This is an optimization exercise on Yosys and OpenROAD, whose aim is small area, a short achievable clock period and few clock cycles per item, not a production implementation. In this exercise RTL edits were held to simulation tests only and were not proved equivalent to the original.

### run.sh
#!/bin/bash
# synth_recipe.tcl (not shown) runs the flow's synth.tcl, then flattens the netlist and writes it again
# the make line also repeats each setting of config.mk as NAME=value (left out here)
make -C /OpenROAD-flow-scripts/flow DESIGN_CONFIG=/design/flow/config.mk WORK_HOME=/design/flow/orfs CLKGATE_MAP_FILE= SYNTH_SCRIPT=/design/flow/synth_recipe.tcl finish
### config.mk
export PLATFORM = sky130hd
export DESIGN_NAME = rng_jump
export DESIGN_NICKNAME = rng_jump
export VERILOG_FILES = /design/flow/design.v
export SDC_FILE = /design/flow/constraint.sdc
export NUM_CORES = 4
export LEC_CHECK = 0
export CAP_MARGIN = 20
export CORE_MARGIN = 2
export CORE_UTILIZATION = 40
export SETUP_SLACK_MARGIN = 0.3
export SLEW_MARGIN = 20
### constraint.sdc
create_clock -name core_clock -period 15.5 [get_ports {clk}]
set_input_delay 3.1000 -clock core_clock [delete_from_list [all_inputs] [get_ports {clk}]]
set_output_delay 3.1000 -clock core_clock [all_outputs]
set_load 0.01 [all_outputs]
### design.v
module rng_jump (
    input  wire         clk,
    input  wire         rst,         
    input  wire         in_valid,
    output wire         in_ready,
    input  wire [127:0] in_state,
    input  wire [87:0]  in_dist,
    output reg          out_valid,
    output wire [127:0] out_state,
    output wire [31:0]  out_draw
);
    localparam [128:0] POLY = 129'h1_00fc65a2_006254b1_1b489db6_de18fc01;
    localparam [1:0] S_IDLE = 2'd0,
                     S_POW  = 2'd1,
                     S_HORN = 2'd2;
    reg [1:0]   fsm;
    reg [6:0]   idx;         
    reg [127:0] seed;        
    reg [87:0]  distance;        
    reg [127:0] rpoly;       
    reg [127:0] acc;         
    function [127:0] gen_step;
        input [127:0] st;
        reg [31:0] s0, s1, s2, s3, t;
        begin
            s0 = st[31:0];
            s1 = st[63:32];
            s2 = st[95:64];
            s3 = st[127:96];
            t  = s1 << 9;
            s2 = s2 ^ s0;
            s3 = s3 ^ s1;
            s1 = s1 ^ s2;
            s0 = s0 ^ s3;
            s2 = s2 ^ t;
            s3 = {s3[20:0], s3[31:21]};
            gen_step = {s3, s2, s1, s0};
        end
    endfunction
    function [31:0] gen_draw;
        input [127:0] st;
        reg [31:0] sum;
        begin
            sum      = st[31:0] + st[127:96];
            gen_draw = {sum[24:0], sum[31:25]} + st[31:0];
        end
    endfunction
    function [127:0] sq_mod;
        input [127:0] a;
        reg [255:0] t;
        integer k;
        begin
            t = 256'd0;
            for (k = 0; k < 128; k = k + 1)
                t[2*k] = a[k];
            for (k = 254; k >= 128; k = k - 1)
                if (t[k])
                    t = t ^ ({127'd0, POLY} << (k - 128));
            sq_mod = t[127:0];
        end
    endfunction
    function [127:0] mulx_mod;
        input [127:0] a;
        begin
            mulx_mod = {a[126:0], 1'b0} ^ (a[127] ? POLY[127:0] : 128'd0);
        end
    endfunction
    wire [127:0] rpoly_sq = sq_mod(rpoly);
    assign in_ready  = (fsm == S_IDLE);
    assign out_state = acc;
    assign out_draw  = gen_draw(acc);
    always @(posedge clk) begin
        if (rst) begin
            fsm       <= S_IDLE;
            out_valid <= 1'b0;
        end else begin
            out_valid <= 1'b0;
            case (fsm)
                S_IDLE: begin
                    if (in_valid) begin
                        seed  <= in_state;
                        distance  <= in_dist;
                        rpoly <= 128'd1;
                        idx   <= 7'd87;
                        fsm   <= S_POW;
                    end
                end
                S_POW: begin
                    rpoly <= distance[idx] ? mulx_mod(rpoly_sq) : rpoly_sq;
                    idx   <= idx - 7'd1;
                    if (idx == 7'd0) begin
                        acc <= 128'd0;
                        idx <= 7'd127;
                        fsm <= S_HORN;
                    end
                end
                S_HORN: begin
                    acc <= gen_step(acc) ^ (rpoly[idx] ? seed : 128'd0);
                    idx <= idx - 7'd1;
                    if (idx == 7'd0) begin
                        out_valid <= 1'b1;
                        fsm       <= S_IDLE;
                    end
                end
                default: fsm <= S_IDLE;
            endcase
        end
    end
endmodule
==> run summary <==
[flip-flops by register name, indices dropped and copies added (netlist names)]
signal,cells
fsm,2
out_valid,1
distance,88
acc,128
rpoly,128
seed,128
idx,7
[cell families after synthesis]
logic type,share of synthesized area (%)
AND/OR/NAND/NOR,3.28
buffers and inverters,2.09
adder cells (fa/ha/maj),1.43
flip-flops,23.5
AO/OA/AOI/OAI,3.89
multiplexers,3.87
XOR/XNOR,61.9
[cell usage in the layout (no fill, tap or decap), types with 39 or more instances in the layout]
cell / instances
xor2_1: 574
nand2_1: 39
inv_1: 66
xnor2_4: 44
o21a_1: 88
xor3_1: 40
mux2i_1: 78
edfxtp_1: 479
mux4_2: 70
a21oi_1: 156
and2_1: 84
and3_1: 87
buf_4: 462
and3b_1: 40
clkbuf_16: 49
ha_1: 65
xor2_2: 43
clkdlybuf4s50_1: 380
xnor3_1: 257
xnor2_1: 2418
o21bai_1: 51
nand3_1: 40
xnor2_2: 119
[how the worst max path moves through the flow]
| stage | from | endpoint | slack (ns) | cells after the start |
|---|---|---|---|---|
| finish | rpoly[121]$_SDFFCE_PN0P_ | rpoly[51]$_SDFFCE_PN0P_ | 0.79 | 36 |
| global route | acc[96]$_SDFFCE_PN0P_ | out_draw[31] | 0.32 | 63 |
| CTS | acc[96]$_SDFFCE_PN0P_ | out_draw[31] | 0.45 | 63 |
| detailed placement | acc[96]$_SDFFCE_PN0P_ | out_draw[31] | 1.23 | 63 |
| global placement | acc[96]$_SDFFCE_PN0P_ | out_draw[31] | 1.19 | 62 |
| floorplan | acc[0]$_SDFFCE_PN0P_ | out_draw[31] | 3.05 | 61 |
[metal layers]
metal / track usage, % / wire [um] / vias up
met1: 49.5 / 119000 / 22500
met5: 0 / 80 / -
met3: 5.65 / 25100 / 678
li1: - / - / 18800
met2: 59.4 / 136000 / 2615
met4: 25.0 / 25200 / 14
[synth_stat cells (51+ instances only)]
| library cell | instances | area [um2] |
|---|---|---|
| o21bai_1 | 51 | 383 |
| mux2i_1 | 79 | 791 |
| a21oi_1 | 190 | 951 |
| buf_2 | 55 | 275 |
| o21a_1 | 88 | 661 |
| ha_1 | 67 | 838 |
| xor2_1 | 580 | 5080 |
| edfxtp_1 | 479 | 14400 |
| mux4_2 | 70 | 1580 |
| and3_1 | 87 | 544 |
| clkbuf_1 | 78 | 293 |
| xnor2_2 | 102 | 1660 |
| and2_1 | 84 | 526 |
| xnor3_1 | 257 | 5790 |
| inv_1 | 66 | 248 |
| xnor2_1 | 2436 | 21300 |
[cell type report]
type	instances	area, um2	share of cell area (%)
clock buffers	59	1260	1.74
diodes	22	55.1	0.0760
clock inverters	30	383	0.528
repair buffers	852	7460	10.3
well taps	2030	2540	3.50
multi-input cells	4498	46100	63.6
inverters	67	251	0.347
flip-flops and latches	482	14400	19.9
[critical path: cells and delay by family (launching register included)]
family | cells | cell delay [ns]
buffers and inverters | 5 | 1.39
AND/OR/NAND/NOR | 1 | 0.18
multiplexers | 1 | 0.08
XOR/XNOR | 29 | 11.96
flip-flops | 1 | 0.76
[per-stage QoR]
stage / cells / instance area [um2] / setup slack, ns / utilization [%]
final: 8040 / 72500 / 0.787 / 47.6
after global routing: 8038 / 72500 / 0.321 / 47.6
after CTS: 8016 / 72300 / 0.446 / 47.5
after detailed placement: 7927 / 70600 / 1.23 / 46.4
after global placement: 7927 / 70600 / 1.19 / 46.4
after floorplan: 5251 / 61400 / 3.05 / -
==> impl_metrics.json <==
{
  "avgRoutedWirePerCell_um": 38.0,
  "hold_end": "fsm[1]$_SDFFE_PP0P_",
  "layout-drive-gt1-share_pct": 15.3,
  "syn-mean-instance-area_um2": 11.7,
  "routed_wl_mm": 306,
  "hold_path_class": "flip-flop to flip-flop",
  "status": "complete, no violations",
  "vias": 44600,
  "crit_required_ns": 15.85,
  "tightest_slew_ns": 1.23,
  "grt_max_degree": 153,
  "syn_nets": 5539,
  "n_fill_cell": 14000,
  "insertion_delay_ns": 0.66,
  "place.detailed.hpwl_mm": 255,
  "viasPerCell": 5.55,
  "end_kind": "flip-flop",
  "cts_sinks": 482,
  "rrSetupSlack_ns": 0.79,
  "die_x_um": 396,
  "coreArea_um2": 152000,
  "r2r_end": "rpoly[51]$_SDFFCE_PN0P_",
  "synthArstFlopShare_pct": 0,
  "max-cap-violations": 0,
  "critPathSlowestCell": "xnor3_1",
  "cp_common_cell": "xnor2_1",
  "layout.nets": 6238,
  "max_stage_delay_ns": 0.99,
  "synth-edff-count": 479,
  "hp-start": "fsm[1]$_SDFFE_PP0P_",
  "cts_htree_levels": 2,
  "yosys_warnings": 1,
  "io_buffers": 380,
  "std_cell_rows": 143,
  "clk_path_buf_depth": 3,
  "syn2layout_area_growth_pct": 18.0,
  "antenna_found_initial": 37,
  "cts_root_buffer": "clkbuf_16",
  "hold_viol": 0,
  "rsz0062_at_grt": "no",
  "grtUsageTotal_pct": 38.2,
  "drt_iter0_markers": 5624,
  "initial_core_util_pct": 40.3,
  "grt-ovfl-total": 0,
  "drcViolationCount": 0,
  "io_pins": 381,
  "critical_path_class": "flip-flop to flip-flop",
  "hold_buffers": 0,
  "fmax_mhz": 68.0,
  "cts_setup_buffers": 0,
  "routabilityCongestion": 1.06,
  "reg2reg_depth": 36,
  "drv_slew": 0,
  "syn_inst": 5251,
  "cts_resized": 0,
  "first_pass_iters": 5,
  "hold_ws_ns": 0.556,
  "setup_viol": 0,
  "grt_pass1_vias": 43600,
  "fin_crit_ns": 14.71,
  "path_max_fanout": 13,
  "synth_area_um2": 61400,
  "fp.dieArea_um2": 157000,
  "r2r-start": "rpoly[121]$_SDFFCE_PN0P_",
  "grt_first_pass_wirelength_mm": 402,
  "min_path_cells": 2,
  "slew_headroom_pct": 17.2,
  "numCtsBuffers": 49,
  "synth_ff_type": "edfxtp_1",
  "fin_worst_skew_ns": 0.0754,
  "clk_pin_slew_worst_paths_ns": 0.06,
  "drtAntennaViolNets": 0,
  "setup_tns_ns": 0,
  "worstSetupStartpointType": "flip-flop",
  "ys_types": 50,
  "ys_ff_latch": 482,
  "cp.arrival_ns": 15.06,
  "period_share_pct": 94.9,
  "yosysSeqAreaShare_pct": 23.5,
  "die_h_um": 396,
  "cts_tree": "yes"
}
Testbench counts, summed over its fixed seeds: cycles 41,672, jobs 192.

==> static timing again, ports no longer ideal <==
How much do the figures lean on ideal ports? The routed layout below was timed once more, with nothing changed but the port constraints. Step 1 sets driving cells, clkbuf_16 on the clock port and buf_2 on the other inputs (assumed; they add their load-dependent delay and slew). Step 2 moves the port delays by t, midway between the first and last clock arrival at a register: inputs arrive t later, outputs are due t later. That takes back most of the time a late clock gives input paths. a / b / c = ideal / step 1 / step 2; a / b = the first two.
t, ns: 0.702
setup WS [ns]: 0.787 / 0.787 / 0.787
latest minus earliest clock arrival (ns): 0.075 / 0.075
slew at the worst register clock pin (ns): 0.11 / 0.11
cell pins on the clock port's net: 1
After both steps setup and hold are still met in this run. For this run, drivers alone change the setup slack by 0.000 ns; drivers and shift together by 0.000 ns.
